Context: an optimization exercise on an open-source flow, tuned for small area, a short achievable clock period and few clock cycles per item. The choices shown serve that exercise and are no tape-out recipe.
Where RTL was checked, it was by simulation tests only, not by an equivalence proof against the original.
Power is estimated from default activity; no workload was simulated.

==> flow/design.v (excerpt) <==
module flow_hash (
    input  wire         clk,
    input  wire         rst,         
    input  wire         in_valid,
    output wire         in_ready,
    input  wire [1:0]   in_op,       
    input  wire [3:0]   in_len,      
    input  wire         in_frag,     
    input  wire [31:0]  in_seed,
    input  wire [511:0] in_words,    
    output wire         out_valid,
    input  wire         out_ready,
    output wire [31:0]  out_hash
);
    wire [31:0] w0 = in_words[31:0];
    wire [31:0] w1 = in_words[63:32];
    wire [31:0] w2 = in_words[95:64];
    wire [31:0] w3 = in_words[127:96];
    wire [31:0] w4 = in_words[159:128];
    wire [31:0] w5 = in_words[191:160];
    wire [31:0] w6 = in_words[223:192];
    wire [31:0] w7 = in_words[255:224];
    wire [31:0] w8 = in_words[287:256];
    wire [31:0] w9 = in_words[319:288];
    wire [31:0] w10 = in_words[351:320];
    wire [31:0] w11 = in_words[383:352];
    wire [31:0] w12 = in_words[415:384];
    wire [31:0] w13 = in_words[447:416];
    wire [31:0] w14 = in_words[479:448];
    wire [31:0] w15 = in_words[511:480];
    wire op_hash = (in_op == 2'd0);
    wire op_hsy4 = (in_op == 2'd1);
  ...
export LEC_CHECK = 0
export CAP_MARGIN = 0
export CORE_MARGIN = 2
export CORE_UTILIZATION = 40
export SETUP_SLACK_MARGIN = 3.6
export SLEW_MARGIN = 0
export TNS_END_PERCENT = 20
create_clock -name core_clock -period 8.0 [get_ports {clk}]
standard.sh (not shown) runs the stock make flow with config.mk's settings and CLKGATE_MAP_FILE= SYNTH_SCRIPT=/design/flow/synth_recipe.tcl, a recipe that flattens the netlist after the stock synthesis.
==> flow/flow/run.sh <==
#!/bin/bash
# Own layout flow: the standard layout (standard.sh: ORFS synthesis to
# final layout, unchanged), except that the port buffers that global
# placement inserts on every input and output are the platform's smallest
# plain buffer (buf_1) instead of the clkdlybuf4s50_1 delay cell that
# buffer_ports picks by default.  Repair may still resize them.
set -euo pipefail
export BUFFER_PORTS_ARGS="-buffer_cell sky130_fd_sc_hd__buf_1"
bash standard.sh finish > standard_flow.log 2>&1
Testbench counts at the start, summed over its fixed seeds: cycles 9,624, items 9,600.
==> next run, changes <==
--- a/flow/design.v
+++ b/flow/design.v
@@ -416,34 +416,40 @@
     wire [31:0] fd = p12 ^ p14 ^ in_seed;    
     wire [31:0] fold = (fa ^ fb) ^ (fc ^ fd);
     wire [31:0] d01 = w0 ^ cm;               
     wire [15:0] x4  = xs;
     wire [31:0] x4w = {x4, x4};
     wire [31:0] cor4 = {d01[4:0], d01[31:5]} ^ {d01[9:0], d01[31:10]} ^ {x4w[14:0], x4w[31:15]};
     wire [31:0] fb20 = {fb[11:0], fb[31:12]};
     wire [31:0] pq   = fa ^ fb20;
     wire [15:0] x6   = xs;
     wire [31:0] x6w  = {x6, x6};
     wire [31:0] cor6 = pq ^ {pq[19:0], pq[31:20]} ^ {x6w[12:0], x6w[31:13]};
-    wire [31:0] g = fold ^ ((swap4 ? cor4 : 32'd0) | (swap6 ? cor6 : 32'd0));
+    wire [31:0] fab  = fa ^ fb;
+    wire [31:0] fcd  = fc ^ fd;
+    wire [31:0] gk   = fab ^ fcd;
+    wire [31:0] gs4  = (fab ^ cor4) ^ fcd;
+    wire [31:0] sw6  = {fb[11:0], fb[31:12]} ^ {fa[19:0], fa[31:20]};
+    wire [31:0] gs6  = (sw6 ^ {x6w[12:0], x6w[31:13]}) ^ fcd;
+    wire [31:0] g = swap4 ? gs4 : (swap6 ? gs6 : gk);
     reg         v1, v2, ov;
     reg  [31:0] g1;
     reg  [3:0]  n1;
     reg  [3:0]  n1b;
     wire [31:0] gs = g1;
     reg  [31:0] y2;
     reg  [31:0] res;
     wire stall = ov & ~out_ready;
     assign in_ready  = ~stall;
     assign out_valid = ov;
-    assign out_hash  = res;
+    assign out_hash  = res ^ {15'd0, res[31:15]};
     wire [31:0] t0 = {gs[26:0], gs[31:27]};
     wire [31:0] u1 = {t0[26:0], t0[31:27]};
     wire [31:0] t1 = {n1b[0] ? t0[31:16] : u1[31:16], n1[0] ? u1[15:0] : t0[15:0]};
     wire [31:0] u2 = {t1[21:0], t1[31:22]};
     wire [31:0] t2 = {n1b[1] ? t1[31:16] : u2[31:16], n1[1] ? u2[15:0] : t1[15:0]};
     wire [31:0] u3 = {t2[11:0], t2[31:12]};
     wire [31:0] t3 = {n1b[2] ? t2[31:16] : u3[31:16], n1[2] ? u3[15:0] : t2[15:0]};
     wire [31:0] u4 = {t3[23:0], t3[31:24]};
     wire [31:0] hr = {n1b[3] ? t3[31:16] : u4[31:16], n1[3] ? u4[15:0] : t3[15:0]};
     wire ma_1;
     wire ma_2;
@@ -1455,23 +1461,23 @@
     assign mb_add_g5[27] = mb_add_g4[27] | (mb_add_t4[27] & mb_add_g4[15]);
     assign mb_add_t5[27] = mb_add_t4[27] & mb_add_t4[15];
     assign mb_add_g5[28] = mb_add_g4[28] | (mb_add_t4[28] & mb_add_g4[15]);
     assign mb_add_t5[28] = mb_add_t4[28] & mb_add_t4[15];
     assign mb_add_g5[29] = mb_add_g4[29] | (mb_add_t4[29] & mb_add_g4[15]);
     assign mb_add_t5[29] = mb_add_t4[29] & mb_add_t4[15];
     assign mb_add_g5[30] = mb_add_g4[30] | (mb_add_t4[30] & mb_add_g4[15]);
     assign mb_add_t5[30] = mb_add_t4[30] & mb_add_t4[15];
     assign mb_add_g5[31] = mb_add_g4[31] | (mb_add_t4[31] & mb_add_g4[15]);
     assign mb_add_t5[31] = mb_add_t4[31] & mb_add_t4[15];
     wire [31:0] prod = mb_add_p ^ {mb_add_g5[30:0], 1'b0};
-    wire [31:0] fin = prod ^ {15'd0, prod[31:15]};
+    wire [31:0] fin = prod;
     always @(posedge clk) begin
         if (rst) begin
             v1 <= 1'b0;
             v2 <= 1'b0;
             ov <= 1'b0;
         end else if (~stall) begin
             v1 <= in_valid;
             v2 <= v1;
             ov <= v2;
         end
         if (~stall) begin
=>
- area after synthesis rose by 1.1%
- final cell count fell by 0.84%
- core utilization fell by 0.56 points
- clock skew hardly moves
- sequential share of layout area stays flat
- wire length goes up by 1.8%
- worst hold slack is about the same
- final area is lower by 0.56%
- global-route usage climbs by 0.85 points
For the second run of this note, only the layout was checked, not whether the RTL still works.

========
flow_hash, a different RTL version from the one above (not shown whole).
Size: about 2800 cells after synthesis, ~100 flip-flops, ~590 I/O pins, about 23000 um2 of cells after synthesis.
clock: 8.0 ns
lec_check: 0
cap_margin: 20
core_margin: 2
core_utilization: 40
setup_slack_margin: 4.0
slew_margin: 20
tns_end_percent: 0
Scripts as last shown in full above: flow/flow/run.sh
Testbench counts at the start, summed over its fixed seeds: cycles 9,624, items 9,600.
Change:
--- a/flow/design.v
+++ b/flow/design.v
@@ -513,23 +513,27 @@
     wire [31:0] cor4 = {d01[4:0], d01[31:5]} ^ {d01[9:0], d01[31:10]} ^ {x4w[14:0], x4w[31:15]};
     wire [31:0] fb20 = {fb[11:0], fb[31:12]};
     wire [31:0] pq   = fa ^ fb20;
     wire [15:0] x6   = in_frag ? 16'd0 : (w8[31:16] ^ w8[15:0]);
     wire [31:0] x6w  = {x6, x6};
     wire [31:0] cor6 = pq ^ {pq[19:0], pq[31:20]} ^ {x6w[12:0], x6w[31:13]};
-    wire [31:0] g = fold ^ ((swap4 ? cor4 : 32'd0) | (swap6 ? cor6 : 32'd0));
+    wire [31:0] cor  = op_hsy6 ? cor6 : cor4;
+    wire        swap = swap4 | swap6;
     reg         v1, v2, ov;
     reg  [31:0] g1;
     reg  [3:0]  n1;
+    reg  [31:0] k1;
+    reg         sw1;
+    wire [31:0] gs = g1 ^ (sw1 ? k1 : 32'd0);
     reg  [31:0] y2;
     reg  [31:0] res;
     wire stall = ov & ~out_ready;
     assign in_ready  = ~stall;
     assign out_valid = ov;
     assign out_hash  = res;
-    wire [31:0] t0 = {g1[26:0], g1[31:27]};
+    wire [31:0] t0 = {gs[26:0], gs[31:27]};
     wire [31:0] t1 = n1[0] ? {t0[26:0], t0[31:27]} : t0;
     wire [31:0] t2 = n1[1] ? {t1[21:0], t1[31:22]} : t1;
     wire [31:0] t3 = n1[2] ? {t2[11:0], t2[31:12]} : t2;
     wire [31:0] hr = n1[3] ? {t3[23:0], t3[31:24]} : t3;
     wire ma_1;
     wire ma_2;
@@ -1558,13 +1562,15 @@
         end else if (~stall) begin
             v1 <= in_valid;
             v2 <= v1;
             ov <= v2;
         end
         if (~stall) begin
-            g1  <= g;
+            g1  <= fold;
+            k1  <= cor;
+            sw1 <= swap;
             n1  <= nm1;
             y2  <= ya;
             res <= fin;
         end
     end
 endmodule
Effect: The changed run finished with timing, DRC and antenna clean. Combinational power rises by about 30%. Sequential share of layout area rises by 1.7 points. Design area rises by about 15%. Power rises by about 30%. Cell count rises by 13%. Wire length rises by about 4%. Clock-buffer cell count rises by 6. Via count rises by about 11%. First-iteration DRC count falls by 7.7%. Core utilization rises by 0.55 points. Non-clock buffer count rises by 12. Synthesized area rises by about 13%. Global-route usage falls by 3.0 points.
Function not checked in the second run of this note: the RTL went through the layout flow alone.

========
Setup of run 5:
flow_hash, a different RTL version from the one above (not shown whole).
Size in the first run: about 110 flip-flops, about 590 I/O pins.
Settings: LEC_CHECK=0, CAP_MARGIN=0, CORE_MARGIN=2, CORE_UTILIZATION=40, SETUP_SLACK_MARGIN=3.5, SLEW_MARGIN=0, TNS_END_PERCENT=100; clock period 8.0 ns.
Scripts as last shown in full above: flow/flow/run.sh
Inputs modified between run 5 and run 2:
diff --git a/flow/design.v b/flow/design.v
--- a/flow/design.v
+++ b/flow/design.v
@@ -416,29 +416,23 @@
     wire [31:0] fd = p12 ^ p14 ^ in_seed;    
     wire [31:0] fold = (fa ^ fb) ^ (fc ^ fd);
     wire [31:0] d01 = w0 ^ cm;               
     wire [15:0] x4  = xs;
     wire [31:0] x4w = {x4, x4};
     wire [31:0] cor4 = {d01[4:0], d01[31:5]} ^ {d01[9:0], d01[31:10]} ^ {x4w[14:0], x4w[31:15]};
     wire [31:0] fb20 = {fb[11:0], fb[31:12]};
     wire [31:0] pq   = fa ^ fb20;
     wire [15:0] x6   = xs;
     wire [31:0] x6w  = {x6, x6};
     wire [31:0] cor6 = pq ^ {pq[19:0], pq[31:20]} ^ {x6w[12:0], x6w[31:13]};
-    wire [31:0] fab  = fa ^ fb;
-    wire [31:0] fcd  = fc ^ fd;
-    wire [31:0] gk   = fab ^ fcd;
-    wire [31:0] gs4  = (fab ^ cor4) ^ fcd;
-    wire [31:0] sw6  = {fb[11:0], fb[31:12]} ^ {fa[19:0], fa[31:20]};
-    wire [31:0] gs6  = (sw6 ^ {x6w[12:0], x6w[31:13]}) ^ fcd;
-    wire [31:0] g = swap4 ? gs4 : (swap6 ? gs6 : gk);
+    wire [31:0] g = fold ^ ((swap4 ? cor4 : 32'd0) | (swap6 ? cor6 : 32'd0));
     reg         v1, v2, ov;
     reg  [31:0] g1;
     reg  [3:0]  n1;
     reg  [3:0]  rl1, rh1;
     wire [31:0] gs = g1;
     reg  [31:0] y2;
     reg  [31:0] res;
     wire stall = ov & ~out_ready;
     assign in_ready  = ~stall;
     assign out_valid = ov;
     assign out_hash  = res ^ {15'd0, res[31:15]};
==> comparison <==
Both conditions hold for run 2: the flow ran to the end and the final layout passed the timing, design-rule and antenna checks. Run 5 has higher fraction of the mapped netlist area in simple logic gates than run 2. The number of instances in the synthesized netlist number comes out lower for run 2 vs run 5. Adder-cell area share of the yosys netlist (higher): run 2. Transition time of the tightest slew-check pin: run 2 < run 5. Run 2 — diode insertion count for antenna repair 4 lower, run 5 as reference. Lower routed wire length among run 2 and run 5: run 2. Taking run 5 as 1.0, run 2 lands at 0.79 on number of cells upsized or downsized after cts. Compare run 2 and run 5 | die width lower: run 2.
Testbench counts of run 2, summed over its fixed seeds: cycles 9,624, items 9,600.
Only the layout flow was run in run 5; the RTL was not checked for function there.

==> port drivers added, routing unchanged <==
The flow's constraints put no driver on any port. The routed layouts listed below were extracted and timed again, unchanged, in two steps. Step 1 (the two cells are an assumption about what drives the block):
set clk [get_ports {clk}]
set_driving_cell -lib_cell sky130_fd_sc_hd__clkbuf_16 $clk
set_driving_cell -lib_cell sky130_fd_sc_hd__buf_2 [delete_from_list [all_inputs] $clk]
Step 2 adds t to the input delays and takes it off the output delays; t is the mean of the earliest and latest rising clock arrival at the registers after step 1. Input paths then give back, and output paths get back, about the clock's delay inside the block. Slacks: no drivers / after step 1 / after step 2; pairs: no drivers / after step 1.
| run | t, ns | setup slack, ns | worst setup path after step 2 | clock arrival spread, ns | worst data-port slew with drivers (ns) |
|---|---|---|---|---|---|
| the first run of note 1 | 0.414 | 3.188 / 2.989 / 2.575 | input to register | 0.017 / 0.018 | 0.28 |
| the second run of note 1 | 0.422 | 3.079 / 2.825 / 2.403 | input to register | 0.019 / 0.020 | 0.36 |
| the first run of note 2 | 0.429 | 3.063 / 3.076 / 2.646 | input to register | 0.013 / 0.013 | 0.13 |
| the second run of note 2 | 0.497 | 3.171 / 3.171 / 2.833 | input to register | 0.015 / 0.015 | 0.14 |
| run 5 | 0.406 | 3.446 / 3.217 / 2.811 | input to register | 0.016 / 0.016 | 0.31 |
| run 2 | 0.424 | 3.452 / 3.285 / 2.861 | input to register | 0.021 / 0.021 | 0.34 |
After both steps setup and hold are still met in every run listed. The setup slack of the second run of note 1, which loses most, moves by -0.254 ns with the drivers and by -0.676 ns with both steps.
